From an optimization exercise on the open Yosys and OpenROAD flow, aimed at small area, a short achievable clock period and few clock cycles per item; shortcuts taken in it are not production practice. Where RTL was checked, it was by simulation tests only, not by an equivalence proof against the original. The RTL of run 2 was laid out without a check of its function.

==> flow/design.v (outline; a module is shown in full before it is edited, if it fits) <==
// module rs_gf16_mul: 12 lines
// module rs_gf_mul: 12 lines
// module rs_gf_sq: 7 lines
// module rs_gf_to_tower: 8 lines
// module rs_gf_from_tower: 8 lines
// module rs_gf_mulp: 17 lines
// module rs_gf_inv_den: 12 lines
// module rs_gf_inv_fin: 15 lines
// module rs_encoder: 715 lines
// module rs_vinv: 248 lines
// module rs_syndrome: 173 lines
// module rs_keyeq: 20 lines
// module rs_chien: 24 lines
// module rs_count: 16 lines
// module rs_values: 13 lines
// module rs_correct: 17 lines
// module rs_codec: 98 lines
module rs_codec (
    input  wire         clk,
    input  wire         rst,         
    input  wire         req_valid,
    output wire         req_ready,
    input  wire         req_write,   
    input  wire [159:0] req_word,    
    output reg          rsp_valid,
    output reg  [159:0] rsp_word,
    output reg  [1:0]   rsp_nerr,
    output reg          rsp_uncorr
);
  // ...
==> flow/flow/run.sh <==
#!/bin/bash
set -uo pipefail
bash standard.sh SETUP_SLACK_MARGIN=13.2 "BUFFER_PORTS_ARGS=-buffer_cell sky130_fd_sc_hd__buf_1" finish > standard.log 2>&1
==> flow/standard.sh <==
#!/bin/bash
# synth_recipe.tcl (not shown) runs the flow's synth.tcl, then flattens the netlist and writes it again
# the make line also repeats each setting of config.mk as NAME=value (left out here)
make -C /OpenROAD-flow-scripts/flow DESIGN_CONFIG=/design/flow/config.mk WORK_HOME=/design/flow/orfs CLKGATE_MAP_FILE= SYNTH_SCRIPT=/design/flow/synth_recipe.tcl "${@:-finish}"
==> flow/config.mk <==
export PLATFORM = sky130hd
export DESIGN_NAME = rs_codec
export DESIGN_NICKNAME = rs_codec
export VERILOG_FILES = /design/flow/design.v
export SDC_FILE = /design/flow/constraint.sdc
export NUM_CORES = 4
export LEC_CHECK = 0
export CAP_MARGIN = 20
export CORE_MARGIN = 2
export CORE_UTILIZATION = 60
export SLEW_MARGIN = 20
==> flow/constraint.sdc <==
create_clock -name core_clock -period 18.0 [get_ports {clk}]
set_input_delay 3.6000 -clock core_clock [delete_from_list [all_inputs] [get_ports {clk}]]
set_output_delay 3.6000 -clock core_clock [all_outputs]
set_load 0.01 [all_outputs]
==> qor.csv, run 1 <==
stage;metric;value;unit
run_status;status;complete, no violations;
cells_and_area;Final nets;4800;
placed_design;placed cell count;5587;
route;post-route antenna net violation count;0;
cells_and_area;P&R area growth vs syn;13.6;%
global_route;largest net degree at the start of global routing;37;
clocking;clock latency (worst-skew pair);0.67;ns
critical_path;Setup crit start;rsp_word[147];
critical_path;Crit-path slowest cell;dfxtp_2;
global_route;total global-route track usage;38.6;%
yosys;Yosys reg bits;939;
critical_path;category of the worst setup path launch point;flip-flop;
placed_design;GPL Wtd Cong;1.08;
clocking;root buf cell;clkbuf_16;
yosys;Synth Area in Compound Gates;1.96;%
placed_design;PortBufs;327;
yosys;sequential area share after synthesis;39.6;%
cells_and_area;utilization after layout;68.6;%
die;core area;0.0786;sq mm
clocking;CTS max path bufs;3;
placed_design;post-place setup slack;12.71;ns
die;Die Ht;285;um
cells_and_area;design area;0.0539;sq mm
yosys;most frequent cell after synthesis;xnor2_1;
global_route;global-route wire length before repair;223;mm
route;DRT Pass-1 Iters;5;
route;highest metal used;met5;
yosys;share of the synthesized area in the top cell type;39.6;%
cells_and_area;Sequential cell area;0.0189;sq mm
global_route;vias in the first global route;30400;
Testbench counts, summed over its fixed seeds: cycles 6,440, items 6,400.
==> module rs_gf_mul, before the edit <==
module rs_gf_mul (
    input  wire [7:0] a,
    input  wire [7:0] b,
    output wire [7:0] p
);
    wire [3:0] m1, m0, m2;
    rs_gf16_mul u_m1 (.x(a[7:4]), .z(b[7:4]), .p(m1));
    rs_gf16_mul u_m0 (.x(a[3:0]), .z(b[3:0]), .p(m0));
    rs_gf16_mul u_m2 (.x(a[7:4] ^ a[3:0]), .z(b[7:4] ^ b[3:0]), .p(m2));
    wire [3:0] m1x8 = {m1[0] ^ m1[3], m1[2] ^ m1[3], m1[1] ^ m1[2], m1[1]};    
    assign p = {m2 ^ m0, m1x8 ^ m0};
endmodule
==> module rs_gf_sq, before the edit <==
module rs_gf_sq (
    input  wire [7:0] a,
    output wire [7:0] p
);
    assign p = {a[7], a[5] ^ a[7], a[6], a[4] ^ a[6], a[3] ^ a[4] ^ a[6] ^ a[7],
                a[1] ^ a[3] ^ a[5], a[2] ^ a[5] ^ a[6] ^ a[7], a[0] ^ a[2] ^ a[6]};
endmodule
==> module rs_keyeq, before the edit <==
module rs_keyeq (
    input  wire [31:0] s,        
    output wire [7:0]  d,
    output wire [7:0]  n1,
    output wire [7:0]  n2
);
    wire [7:0] s0 = s[7:0];
    wire [7:0] s1 = s[15:8];
    wire [7:0] s2 = s[23:16];
    wire [7:0] s3 = s[31:24];
    wire [7:0] s0s2, s1s3, sx, s1s1, s2s2;
    rs_gf_mul u_s0s2 (.a(s0), .b(s2), .p(s0s2));
    rs_gf_mul u_s1s3 (.a(s1), .b(s3), .p(s1s3));
    rs_gf_mul u_sx   (.a(s0 ^ s1), .b(s2 ^ s3), .p(sx));
    rs_gf_sq  u_s1s1 (.a(s1), .p(s1s1));
    rs_gf_sq  u_s2s2 (.a(s2), .p(s2s2));
    assign d  = s0s2 ^ s1s1;
    assign n1 = sx ^ s0s2 ^ s1s3;
    assign n2 = s1s3 ^ s2s2;
endmodule
==> module rs_chien, before the edit <==
module rs_chien (
    input  wire        dz,       
    input  wire [7:0]  d,
    input  wire [7:0]  n1,
    input  wire [7:0]  n2,
    input  wire [7:0]  s0,
    input  wire [7:0]  s1,
    output wire [19:0] hit
);
    localparam [159:0] ALPHA_POS  = 160'h78A50523AE1D7431BFFDFF50134FC83D2B472101;
    localparam [159:0] ALPHA_POS2 = 160'h698E02438716665F9EA1A5231D31FD504F3D4701;
    wire [7:0] l0 = d;
    wire [7:0] l1 = dz ? s0 : n1;
    wire [7:0] l2 = dz ? s1 : n2;
    genvar i;
    generate
        for (i = 0; i < 20; i = i + 1) begin : pos
            wire [7:0] t0, t1;
            rs_gf_mul u_t0 (.a(l0), .b(ALPHA_POS2[8*i +: 8]), .p(t0));
            rs_gf_mul u_t1 (.a(l1), .b(ALPHA_POS[8*i +: 8]),  .p(t1));
            assign hit[i] = ((t0 ^ t1) == l2);
        end
    endgenerate
endmodule
==> module rs_correct, before the edit <==
module rs_correct (
    input  wire [159:0] cw,
    input  wire [19:0]  fix,     
    input  wire [7:0]   a,
    input  wire [7:0]   b,
    output wire [159:0] corrected
);
    localparam [159:0] ALPHA_POS  = 160'h5A2D984C261387CDE8743A1D8040201008040201;
    genvar i;
    generate
        for (i = 0; i < 20; i = i + 1) begin : pos
            wire [7:0] bx;
            rs_gf_mulp u_bx (.a(b), .b(ALPHA_POS[8*i +: 8]), .p(bx));
            assign corrected[8*i +: 8] = cw[8*i +: 8] ^ ({8{fix[i]}} & (a ^ bx));
        end
    endgenerate
endmodule
==> module rs_codec, before the edit <==
module rs_codec (
    input  wire         clk,
    input  wire         rst,         
    input  wire         req_valid,
    output wire         req_ready,
    input  wire         req_write,   
    input  wire [159:0] req_word,    
    output reg          rsp_valid,
    output reg  [159:0] rsp_word,
    output reg  [1:0]   rsp_nerr,
    output reg          rsp_uncorr
);
    assign req_ready = 1'b1;
    reg         v0, wr0;
    reg [159:0] w0;
    always @(posedge clk) begin
        v0  <= req_valid && !rst;
        wr0 <= req_write;
        w0  <= req_word;
    end
    wire [31:0] t, chk, sp, s;
    rs_encoder  u_enc (.x(w0[159:32]), .t(t), .chk(chk));
    rs_syndrome u_syn (.t(t), .x(w0[31:0]), .s(sp));
    genvar j;
    generate
        for (j = 0; j < 4; j = j + 1) begin : tw
            rs_gf_to_tower u_tw (.a(sp[8*j +: 8]), .t(s[8*j +: 8]));
        end
    endgenerate
    reg         v1, rd1;
    reg [159:0] w1;
    reg [31:0]  s1r;
    always @(posedge clk) begin
        v1  <= v0 && !rst;
        rd1 <= !wr0;
        w1  <= {w0[159:32], wr0 ? chk : w0[31:0]};
        s1r <= s;
    end
    wire [7:0] d, n1, n2;
    rs_keyeq u_key (.s(s1r), .d(d), .n1(n1), .n2(n2));
    wire [3:0] n1_den;
    rs_gf_inv_den u_inv_den (.a(n1), .dl(n1_den));
    reg         v2, rd2, nz2, s0nz2, dz2;
    reg [159:0] w2;
    reg [7:0]   d2, n12, n22, s02, s12;
    reg [3:0]   nden2;
    always @(posedge clk) begin
        v2    <= v1 && !rst;
        rd2   <= rd1;
        nz2   <= (s1r != 32'h0);
        s0nz2 <= (s1r[7:0] != 8'h00);
        dz2   <= (d == 8'h00);
        w2    <= w1;
        d2    <= d;
        n12   <= n1;
        n22   <= n2;
        s02   <= s1r[7:0];
        s12   <= s1r[15:8];
        nden2 <= n1_den;
    end
    wire [19:0] hit;
    rs_chien u_chien (.dz(dz2), .d(d2), .n1(n12), .n2(n22), .s0(s02), .s1(s12), .hit(hit));
    wire [7:0] n1_inv, w;
    rs_gf_inv_fin u_inv_fin (.a(n12), .dl(nden2), .y(n1_inv));
    rs_gf_mul u_w (.a(d2), .b(n1_inv), .p(w));
    reg         v3, rd3, nz3, dz3, n1z3, s0nz3;
    reg [159:0] w3;
    reg [19:0]  hit3;
    reg [7:0]   wq3, s03, s13;
    always @(posedge clk) begin
        v3    <= v2 && !rst;
        rd3   <= rd2;
        nz3   <= nz2;
        dz3   <= dz2;
        n1z3  <= (n12 == 8'h00);
        s0nz3 <= s0nz2;
        w3    <= w2;
        hit3  <= hit;
        wq3   <= w;
        s03   <= s02;
        s13   <= s12;
    end
    wire any, two;
    rs_count u_cnt (.hit(hit3), .any(any), .two(two));
    wire single_ok = dz3 && n1z3 && s0nz3 && any;
    wire double_ok = !dz3 && two;
    wire ok = rd3 && (single_ok || double_ok);
    wire [7:0] a, b;
    rs_values u_val (.w(wq3), .s0(s03), .s1(s13), .a(a), .b(b));
    wire [159:0] corrected;
    rs_correct u_cor (.cw(w3), .fix(hit3 & {20{ok}}), .a(a), .b(b), .corrected(corrected));
    always @(posedge clk) begin
        rsp_valid  <= v3 && !rst;
        rsp_word   <= corrected;
        rsp_nerr   <= !rd3 ? 2'd0 : single_ok ? 2'd1 : double_ok ? 2'd2 : 2'd0;
        rsp_uncorr <= rd3 && nz3 && !single_ok && !double_ok;
    end
endmodule
==> run 2: changes to the inputs <==
--- a/flow/design.v
+++ b/flow/design.v
@@ -1,13 +1 @@
-module rs_gf16_mul (
-    input  wire [3:0] x,
-    input  wire [3:0] z,
-    output wire [3:0] p
-);
-    assign p[0] = (x[0] & z[0]) ^ (x[1] & z[3]) ^ (x[2] & z[2]) ^ (x[3] & z[1]);
-    assign p[1] = (x[0] & z[1]) ^ (x[1] & z[0]) ^ (x[1] & z[3]) ^ (x[2] & z[2]) ^ (x[2] & z[3]) ^
-                  (x[3] & z[1]) ^ (x[3] & z[2]);
-    assign p[2] = (x[0] & z[2]) ^ (x[1] & z[1]) ^ (x[2] & z[0]) ^ (x[2] & z[3]) ^ (x[3] & z[2]) ^
-                  (x[3] & z[3]);
-    assign p[3] = (x[0] & z[3]) ^ (x[1] & z[2]) ^ (x[2] & z[1]) ^ (x[3] & z[0]) ^ (x[3] & z[3]);
-endmodule
 module rs_gf_mul (
@@ -15,37 +3,2 @@
     input  wire [7:0] b,
-    output wire [7:0] p
-);
-    wire [3:0] m1, m0, m2;
-    rs_gf16_mul u_m1 (.x(a[7:4]), .z(b[7:4]), .p(m1));
-    rs_gf16_mul u_m0 (.x(a[3:0]), .z(b[3:0]), .p(m0));
-    rs_gf16_mul u_m2 (.x(a[7:4] ^ a[3:0]), .z(b[7:4] ^ b[3:0]), .p(m2));
-    wire [3:0] m1x8 = {m1[0] ^ m1[3], m1[2] ^ m1[3], m1[1] ^ m1[2], m1[1]};    
-    assign p = {m2 ^ m0, m1x8 ^ m0};
-endmodule
-module rs_gf_sq (
-    input  wire [7:0] a,
-    output wire [7:0] p
-);
-    assign p = {a[7], a[5] ^ a[7], a[6], a[4] ^ a[6], a[3] ^ a[4] ^ a[6] ^ a[7],
-                a[1] ^ a[3] ^ a[5], a[2] ^ a[5] ^ a[6] ^ a[7], a[0] ^ a[2] ^ a[6]};
-endmodule
-module rs_gf_to_tower (
-    input  wire [7:0] a,
-    output wire [7:0] t
-);
-    assign t = {a[5], a[2] ^ a[5] ^ a[6], a[1] ^ a[3] ^ a[4], a[4] ^ a[7],
-                a[3] ^ a[4] ^ a[5] ^ a[6], a[2] ^ a[4] ^ a[6], a[2] ^ a[3] ^ a[6] ^ a[7],
-                a[0] ^ a[1] ^ a[2] ^ a[3] ^ a[4] ^ a[6] ^ a[7]};
-endmodule
-module rs_gf_from_tower (
-    input  wire [7:0] t,
-    output wire [7:0] a
-);
-    assign a = {t[2] ^ t[4] ^ t[6] ^ t[7], t[1] ^ t[3] ^ t[4] ^ t[6], t[7], t[2] ^ t[6] ^ t[7],
-                t[1] ^ t[2] ^ t[4], t[1] ^ t[3] ^ t[4] ^ t[7], t[1] ^ t[4] ^ t[5] ^ t[6] ^ t[7],
-                t[0] ^ t[2] ^ t[4] ^ t[5]};
-endmodule
-module rs_gf_mulp (
-    input  wire [7:0] a,
-    input  wire [7:0] b,
     output reg  [7:0] p
@@ -64,21 +17,36 @@
 endmodule
-module rs_gf_inv_den (
+module rs_gf_sq (
     input  wire [7:0] a,
-    output wire [3:0] dl
+    output wire [7:0] p
 );
-    wire [3:0] h = a[7:4];
-    wire [3:0] l = a[3:0];
-    wire [3:0] h2x8 = {h[0] ^ h[2] ^ h[3], h[1], h[1] ^ h[2] ^ h[3], h[2]};    
-    wire [3:0] l2   = {l[3], l[1] ^ l[3], l[2], l[0] ^ l[2]};                   
-    wire [3:0] hl;
-    rs_gf16_mul u_hl (.x(h), .z(l), .p(hl));
-    assign dl = h2x8 ^ hl ^ l2;
+    assign p = {a[6], a[6] ^ a[5] ^ a[3], a[5], a[7] ^ a[5] ^ a[4] ^ a[2],
+                a[6] ^ a[4], a[6] ^ a[5] ^ a[4] ^ a[1], a[7], a[7] ^ a[6] ^ a[4] ^ a[0]};
 endmodule
-module rs_gf_inv_fin (
+module rs_gf_inv (
     input  wire [7:0] a,
-    input  wire [3:0] dl,
     output wire [7:0] y
 );
-    wire [3:0] h = a[7:4];
-    wire [3:0] l = a[3:0];
+    function [3:0] m16;
+        input [3:0] x;
+        input [3:0] z;
+        reg [3:0] p, t;
+        integer i;
+        begin
+            p = 4'h0;
+            t = x;
+            for (i = 0; i < 4; i = i + 1) begin
+                if (z[i])
+                    p = p ^ t;
+                t = {t[2:0], 1'b0} ^ (t[3] ? 4'h3 : 4'h0);
+            end
+            m16 = p;
+        end
+    endfunction
+    wire [7:0] t = {a[5], a[2] ^ a[5] ^ a[6], a[1] ^ a[3] ^ a[4], a[4] ^ a[7],
+                    a[3] ^ a[4] ^ a[5] ^ a[6], a[2] ^ a[4] ^ a[6], a[2] ^ a[3] ^ a[6] ^ a[7],
+                    a[0] ^ a[1] ^ a[2] ^ a[3] ^ a[4] ^ a[6] ^ a[7]};
+    wire [3:0] h = t[7:4];
+    wire [3:0] l = t[3:0];
+    wire [3:0] h2l = {h[0] ^ h[2] ^ h[3], h[1], h[1] ^ h[2] ^ h[3], h[2]};
+    wire [3:0] dl = h2l ^ m16(h, l) ^ m16(l, l);
     localparam [15:0] INV0 = 16'h4976;
@@ -88,4 +56,6 @@
     wire [3:0] di = {INV3[dl], INV2[dl], INV1[dl], INV0[dl]};
-    rs_gf16_mul u_yh (.x(h), .z(di), .p(y[7:4]));
-    rs_gf16_mul u_yl (.x(h ^ l), .z(di), .p(y[3:0]));
+    wire [7:0] u = {m16(h, di), m16(h ^ l, di)};
+    assign y = {u[2] ^ u[4] ^ u[6] ^ u[7], u[1] ^ u[3] ^ u[4] ^ u[6], u[7], u[2] ^ u[6] ^ u[7],
+                u[1] ^ u[2] ^ u[4], u[1] ^ u[3] ^ u[4] ^ u[7], u[1] ^ u[4] ^ u[5] ^ u[6] ^ u[7],
+                u[0] ^ u[2] ^ u[4] ^ u[5]};
 endmodule
@@ -1237,6 +1207,7 @@
     wire [7:0] s3 = s[31:24];
-    wire [7:0] s0s2, s1s3, sx, s1s1, s2s2;
+    wire [7:0] s0s2, s0s3, s1s2, s1s3, s1s1, s2s2;
     rs_gf_mul u_s0s2 (.a(s0), .b(s2), .p(s0s2));
+    rs_gf_mul u_s0s3 (.a(s0), .b(s3), .p(s0s3));
+    rs_gf_mul u_s1s2 (.a(s1), .b(s2), .p(s1s2));
     rs_gf_mul u_s1s3 (.a(s1), .b(s3), .p(s1s3));
-    rs_gf_mul u_sx   (.a(s0 ^ s1), .b(s2 ^ s3), .p(sx));
     rs_gf_sq  u_s1s1 (.a(s1), .p(s1s1));
@@ -1244,3 +1215,3 @@
     assign d  = s0s2 ^ s1s1;
-    assign n1 = sx ^ s0s2 ^ s1s3;
+    assign n1 = s0s3 ^ s1s2;
     assign n2 = s1s3 ^ s2s2;
@@ -1248,3 +1219,2 @@
 module rs_chien (
-    input  wire        dz,       
     input  wire [7:0]  d,
@@ -1256,5 +1226,6 @@
 );
-    localparam [159:0] ALPHA_POS  = 160'h78A50523AE1D7431BFFDFF50134FC83D2B472101;
-    localparam [159:0] ALPHA_POS2 = 160'h698E02438716665F9EA1A5231D31FD504F3D4701;
-    wire [7:0] l0 = d;
+    localparam [159:0] ALPHA_POS  = 160'h5A2D984C261387CDE8743A1D8040201008040201;
+    localparam [159:0] ALPHA_POS2 = 160'h94254E9D6018068FEAB42D4C13CD741D40100401;
+    wire dz = (d == 8'h00);
+    wire [7:0] l0 = dz ? 8'h00 : d;
     wire [7:0] l1 = dz ? s0 : n1;
@@ -1271,7 +1242,16 @@
 endmodule
-module rs_count (
+module rs_locate (
     input  wire [19:0] hit,
+    input  wire [7:0]  d,
+    input  wire [7:0]  n1,
+    input  wire [7:0]  s0,
+    input  wire [7:0]  s1,
+    output wire [19:0] first,
+    output wire [19:0] second,
     output wire        any,
-    output wire        two
+    output wire        two,
+    output wire [7:0]  p,        
+    output wire [7:0]  w         
 );
+    localparam [159:0] ALPHA_POS  = 160'h5A2D984C261387CDE8743A1D8040201008040201;
     wire [19:0] below;
@@ -1284,17 +1264,19 @@
     endgenerate
-    assign any = (hit != 20'h0);
-    assign two = ((hit & below) != 20'h0);
-endmodule
-module rs_values (
-    input  wire [7:0]  w,        
-    input  wire [7:0]  s0,
-    input  wire [7:0]  s1,
-    output wire [7:0]  a,        
-    output wire [7:0]  b         
-);
-    wire [7:0] m, bt;
-    rs_gf_mul u_a (.a(s1), .b(w), .p(m));
-    rs_gf_mul u_b (.a(s0), .b(w), .p(bt));
-    rs_gf_from_tower u_ap (.t(s0 ^ m), .a(a));
-    rs_gf_from_tower u_bp (.t(bt), .a(b));
+    assign first  = hit & ~below;
+    assign second = hit & below;
+    assign any    = (hit != 20'h0);
+    assign two    = (second != 20'h0);
+    reg [7:0] x;
+    integer n;
+    always @* begin
+        x = 8'h00;
+        for (n = 0; n < 20; n = n + 1)
+            x = x | (first[n] ? ALPHA_POS[8*n +: 8] : 8'h00);
+    end
+    wire [7:0] s0x1;
+    rs_gf_mul u_s0x1 (.a(s0), .b(x), .p(s0x1));
+    assign p = s1 ^ s0x1;
+    wire [7:0] n1_inv;
+    rs_gf_inv u_inv (.a(n1), .y(n1_inv));
+    rs_gf_mul u_w (.a(d), .b(n1_inv), .p(w));
 endmodule
@@ -1302,14 +1284,18 @@
     input  wire [159:0] cw,
-    input  wire [19:0]  fix,     
-    input  wire [7:0]   a,
-    input  wire [7:0]   b,
+    input  wire [19:0]  first,
+    input  wire [19:0]  second,
+    input  wire         ok,
+    input  wire [7:0]   p,
+    input  wire [7:0]   w,
+    input  wire [7:0]   s0,
     output wire [159:0] corrected
 );
-    localparam [159:0] ALPHA_POS  = 160'h5A2D984C261387CDE8743A1D8040201008040201;
+    wire [7:0] q;
+    rs_gf_mul u_q (.a(p), .b(w), .p(q));
+    wire [7:0] y1 = ok ? (s0 ^ q) : 8'h00;
+    wire [7:0] y2 = ok ? q : 8'h00;
     genvar i;
     generate
-        for (i = 0; i < 20; i = i + 1) begin : pos
-            wire [7:0] bx;
-            rs_gf_mulp u_bx (.a(b), .b(ALPHA_POS[8*i +: 8]), .p(bx));
-            assign corrected[8*i +: 8] = cw[8*i +: 8] ^ ({8{fix[i]}} & (a ^ bx));
+        for (i = 0; i < 20; i = i + 1) begin : fix
+            assign corrected[8*i +: 8] = cw[8*i +: 8] ^ ({8{first[i]}} & y1) ^ ({8{second[i]}} & y2);
         end
@@ -1337,11 +1323,5 @@
     end
-    wire [31:0] t, chk, sp, s;
+    wire [31:0] t, chk, s;
     rs_encoder  u_enc (.x(w0[159:32]), .t(t), .chk(chk));
-    rs_syndrome u_syn (.t(t), .x(w0[31:0]), .s(sp));
-    genvar j;
-    generate
-        for (j = 0; j < 4; j = j + 1) begin : tw
-            rs_gf_to_tower u_tw (.a(sp[8*j +: 8]), .t(s[8*j +: 8]));
-        end
-    endgenerate
+    rs_syndrome u_syn (.t(t), .x(w0[31:0]), .s(s));
     reg         v1, rd1;
@@ -1357,8 +1337,8 @@
     rs_keyeq u_key (.s(s1r), .d(d), .n1(n1), .n2(n2));
-    wire [3:0] n1_den;
-    rs_gf_inv_den u_inv_den (.a(n1), .dl(n1_den));
-    reg         v2, rd2, nz2, s0nz2, dz2;
+    wire [19:0] hit;
+    rs_chien u_chien (.d(d), .n1(n1), .n2(n2), .s0(s1r[7:0]), .s1(s1r[15:8]), .hit(hit));
+    reg         v2, rd2, nz2, dz2, n1z2, s0nz2;
     reg [159:0] w2;
-    reg [7:0]   d2, n12, n22, s02, s12;
-    reg [3:0]   nden2;
+    reg [19:0]  hit2;
+    reg [7:0]   d2, n12, s02, s12;
     always @(posedge clk) begin
@@ -1367,43 +1347,39 @@
         nz2   <= (s1r != 32'h0);
-        s0nz2 <= (s1r[7:0] != 8'h00);
         dz2   <= (d == 8'h00);
+        n1z2  <= (n1 == 8'h00);
+        s0nz2 <= (s1r[7:0] != 8'h00);
         w2    <= w1;
+        hit2  <= hit;
         d2    <= d;
         n12   <= n1;
-        n22   <= n2;
         s02   <= s1r[7:0];
         s12   <= s1r[15:8];
-        nden2 <= n1_den;
     end
-    wire [19:0] hit;
-    rs_chien u_chien (.dz(dz2), .d(d2), .n1(n12), .n2(n22), .s0(s02), .s1(s12), .hit(hit));
-    wire [7:0] n1_inv, w;
-    rs_gf_inv_fin u_inv_fin (.a(n12), .dl(nden2), .y(n1_inv));
-    rs_gf_mul u_w (.a(d2), .b(n1_inv), .p(w));
-    reg         v3, rd3, nz3, dz3, n1z3, s0nz3;
+    wire [19:0] first, second;
+    wire        any, two;
+    wire [7:0]  p, w;
+    rs_locate u_loc (.hit(hit2), .d(d2), .n1(n12), .s0(s02), .s1(s12),
+                     .first(first), .second(second), .any(any), .two(two), .p(p), .w(w));
+    wire single_ok = dz2 && n1z2 && s0nz2 && any;
+    wire double_ok = !dz2 && two;
+    reg         v3, ok3, unc3;
+    reg [1:0]   nerr3;
     reg [159:0] w3;
-    reg [19:0]  hit3;
-    reg [7:0]   wq3, s03, s13;
+    reg [19:0]  f3, sc3;
+    reg [7:0]   p3, wq3, s03;
     always @(posedge clk) begin
         v3    <= v2 && !rst;
-        rd3   <= rd2;
-        nz3   <= nz2;
-        dz3   <= dz2;
-        n1z3  <= (n12 == 8'h00);
-        s0nz3 <= s0nz2;
+        ok3   <= rd2 && (single_ok || double_ok);
+        unc3  <= rd2 && nz2 && !single_ok && !double_ok;
+        nerr3 <= !rd2 ? 2'd0 : single_ok ? 2'd1 : double_ok ? 2'd2 : 2'd0;
         w3    <= w2;
-        hit3  <= hit;
+        f3    <= first;
+        sc3   <= second;
+        p3    <= p;
         wq3   <= w;
         s03   <= s02;
-        s13   <= s12;
     end
-    wire any, two;
-    rs_count u_cnt (.hit(hit3), .any(any), .two(two));
-    wire single_ok = dz3 && n1z3 && s0nz3 && any;
-    wire double_ok = !dz3 && two;
-    wire ok = rd3 && (single_ok || double_ok);
-    wire [7:0] a, b;
-    rs_values u_val (.w(wq3), .s0(s03), .s1(s13), .a(a), .b(b));
     wire [159:0] corrected;
-    rs_correct u_cor (.cw(w3), .fix(hit3 & {20{ok}}), .a(a), .b(b), .corrected(corrected));
+    rs_correct u_cor (.cw(w3), .first(f3), .second(sc3), .ok(ok3), .p(p3), .w(wq3),
+                      .s0(s03), .corrected(corrected));
     always @(posedge clk) begin
@@ -1411,4 +1387,4 @@
         rsp_word   <= corrected;
-        rsp_nerr   <= !rd3 ? 2'd0 : single_ok ? 2'd1 : double_ok ? 2'd2 : 2'd0;
-        rsp_uncorr <= rd3 && nz3 && !single_ok && !double_ok;
+        rsp_nerr   <= nerr3;
+        rsp_uncorr <= unc3;
     end
==> flow/run.sh (new file) <==
#!/bin/bash
# synth_recipe.tcl (not shown) runs the flow's synth.tcl, then flattens the netlist and writes it again
# the make line also repeats each setting of config.mk as NAME=value (left out here)
make -C /OpenROAD-flow-scripts/flow DESIGN_CONFIG=/design/flow/config.mk WORK_HOME=/design/flow/orfs CLKGATE_MAP_FILE= SYNTH_SCRIPT=/design/flow/synth_recipe.tcl finish
--- a/flow/config.mk
+++ b/flow/config.mk
@@ -9,3 +9,3 @@
 export CORE_MARGIN = 2
-export CORE_UTILIZATION = 60
-export SLEW_MARGIN = 20
+export CORE_UTILIZATION = 55
+export SLEW_MARGIN = 80
removed: flow/flow/run.sh
removed: flow/standard.sh
==> run 2 against run 1 <==
  * First-iteration DRC count is 24% higher
  * Fmax is 35% lower
  * Flip-flop and latch count is 27 higher
  * Via count is 23% higher
  * Critical endpoint is now wq3[4]
  * Sequential share of layout area is 6.3 points lower
  * Clock skew is 0.045 ns higher
  * Routed wire length is 18% higher
  * Still clean on timing, DRC and antenna
==> qor.csv, run 2 <==
stage;metric;value;unit;change
run_status;status;complete, no violations;;
die;Die W;304;um;
yosys;Commonest cells post-synth;xnor2_1, dfxtp_1, nand2_1;;
critical_path;CP required;18.60;ns;
sta;final period utilization;41.3;%;
sta;setup TNS;0;ns;
min_path;hold depth;0;;
yosys;Synth Warn #;4;;
route;DRT iter0 DRCs;4477;;
global_route;total global-route track usage;39.5;%;+0.91 points
critical_path;crit-path leading delay family;buffers and inverters;;
global_route;initial antenna violation count;22;;
global_route;GRT overflow;0;;
yosys;most frequent cell after synthesis;xnor2_1;;
route;vias after detailed routing;39600;;
sta;RSZ-0062 raised after global routing;no;;
yosys;library cells used by synthesis;94;;
route;Wirelength per Cell;26.3;um;
die;Die Ht;304;um;+6.6%
yosys;Yosys reg bits;966;;+2.9%
cells_and_area;Final nets;6108;;+27%
route;DRT Pass-1 Iters;6;;+1
critical_path;slowest stage delay, CP;0.57;ns;
die;IO Pins;329;;
critical_path;Crit-path slowest cell;clkdlybuf4s50_1;;
yosys;Post-synth ARST share;0;%;
cells_and_area;commonest non-fill, non-tap cell in the layout;xnor2_1;;
critical_path;CP Buf/Inv Count;10;;
die;row cnt;110;;
critical_path;reg2reg path depth;30;;
route;Total Routed Length;189;mm;
cells_and_area;most frequent cells in the layout;xnor2_1, dfxtp_1, nand2_1, xnor2_2, clkdlybuf4s50_1;;
yosys;cell taking the most area after synthesis;dfxtp_1;;
yosys;share of the synthesized area in the top cell type;39.0;%;-0.58 points
placed_design;GPL Wtd Cong;1.02;;-5.0%
clocking;hold_buf cts;0;;
yosys;Synth Net Count;5332;;
critical_path;cell repeated most along the worst path;xnor2_1;;
sta;Peak Freq;135;MHz;
critical_path;category of the worst setup path launch point;flip-flop;;
route;via density per instance;5.50;;
placed_design;PortBufs;327;;unchanged
clocking;cts bufs inserted;92;;
critical_path;crit path DAT;8.03;ns;
critical_path;Crit. path cell count;30;;
global_route;vias in the first global route;38300;;+26%
route;# DRC;0;;
clocking;H-tree depth;3;;
clocking;clock latency (worst-skew pair);0.72;ns;+0.05 ns
yosys;Post-Synthesis Cells;5154;;
yosys;Synth Flop Type;dfxtp_1;;
sta;Clock Skew;0.0818;ns;
sta;Final Setup Violations;0;;
sta;Period minus WS final;7.43;ns;
min_path;Hold Path Class;flip-flop to flip-flop;;
placed_design;Post-DP HPWL;145;mm;
route;post-route antenna net violation count;0;;unchanged
critical_path;highest fanout seen on the critical path;13;;
job;Max-Cap Viols;0;;
die;core area;0.0897;sq mm;+14%
cells_and_area;share of cells above drive strength 1;29.6;%;
sta;max-slew violation count;0;;
die;Starting Density;55.2;%;
clocking;cts repair resizes;0;;
die;die area;0.0926;sq mm;
clocking;CTS tree;built;;
clocking;Worst-path clk slew;0.06;ns;
clocking;clock sink total;966;;
yosys;synth top area cells;dfxtp_1, xnor2_1, xor2_1, nand2_1, clkbuf_1;;
critical_path;Setup CP Type;flip-flop to flip-flop;;
global_route;largest net degree at the start of global routing;28;;-24%
yosys;sequential area share after synthesis;39.0;%;-0.58 points
clocking;Post-CTS Setup Repair Bufs;0;;
cells_and_area;P&R area growth vs syn;40.3;%;
clocking;CTS max path bufs;3;;unchanged
global_route;global-route wire length before repair;265;mm;+19%
critical_path;CP endpoint kind;flip-flop;;
yosys;EDFF count, synth;0;;
yosys;Syn Std Cell Area;0.0496;sq mm;
sta;Hold Vio Cnt, Final;0;;
clocking;root buf cell;clkbuf_16;;
yosys;Syn Area/Cell;9.62;sq um;
## run 2: cell types whose count changed after synthesis, moves of 33 or more
cell,change
clkbuf_2,+38
xnor3_1,-160
a21oi_1,+42
inv_1,+44
and2_1,+33
xnor2_1,+482
nand2_1,+548
nor2_1,-151
xor2_1,-188
## run 2: path summary, 6_finish.rpt
check | startpoint | to | slack [ns]
setup / recovery | n12[4] | wq3[4] | 10.57
hold / removal | w2[100] | w3[100] | 0.25
setup reg to reg | n12[4] | wq3[4] | 10.57
hold reg to reg | w2[100] | w3[100] | 0.25
## run 2: through the flow
step	hold slack, ns	instances	utilization [%]	worst slack (ns)	instance area, sq um
6_report	0.247	7190	77.5	10.57	69500
5_1_grt	0.271	7185	77.5	10.24	69500
4_1_cts	0.251	7143	74.2	10.72	66600
3_5_place_dp	0.312	6970	70.5	10.76	63300
3_3_place_gp	0.310	6500	60.2	10.51	54000
2_1_floorplan	0.310	5154	-	12.00	49600
## run 2: cells by family (layout without fill, tap and decap cells)
family | after synthesis | in the layout | synth area share, %
xor+xnor | 2407 | 2407 | 43.5
simple gates | 1115 | 1115 | 9.64
flops | 966 | 966 | 39.0
buf+inv | 330 | 1185 | 2.76
compound gates | 272 | 272 | 3.58
mux | 48 | 48 | 1.11
fa+ha+maj | 15 | 15 | 0.374
other cells | 1 | 6 | 0.00756
## run 2: area by class of cell
| cell class | instances | area, sq um |
|---|---|---|
| timing repair buffer | 946 | 7130 |
| clock buffer | 132 | 2730 |
| multi-input combinational | 3858 | 37400 |
| antenna | 5 | 12.5 |
| clock inverter | 41 | 622 |
| fill | 5850 | 20200 |
| sequential | 966 | 19900 |
| inverter | 66 | 259 |
| tap | 1176 | 1470 |
## run 2: per-layer routing
layer / vias to the layer above / global-route usage (%) / share of wire (%)
met2: 2310 / 58.9 / 43
met3: 493 / 9.70 / 12
met4: 8 / 15.5 / 4.8
met1: 19200 / 55.2 / 40
li1: 17600 / - / -
met5: - / 0 / 0.025

## static timing again, ports no longer ideal
In the flow no input, the clock included, has a driving cell. The finished layouts below were timed again as built, in two steps.
Step 1 sets driving cells, clkbuf_16 on the clock port and buf_2 on the other inputs (assumed; they add their load-dependent delay and slew).
Step 2, shift: input delay + t, output delay - t, t = (earliest + latest rising clock arrival at the registers) / 2. This alone moves slack from input paths to output paths.
a / b / c = ideal ports / drivers / drivers and shift; a / b = the first two.
run | t (ns) | setup slack, ns | worst setup path at the end | clock arrival spread, ns | worst slew at a driven data input, ns
run 1 | 0.725 | 13.202 / 13.132 / 13.214 | register to register | 0.038 / 0.038 | 0.08
run 2 | 0.756 | 10.569 / 10.569 / 10.569 | register to register | 0.086 / 0.086 | 0.07
After both steps setup and hold are still met in every run listed.
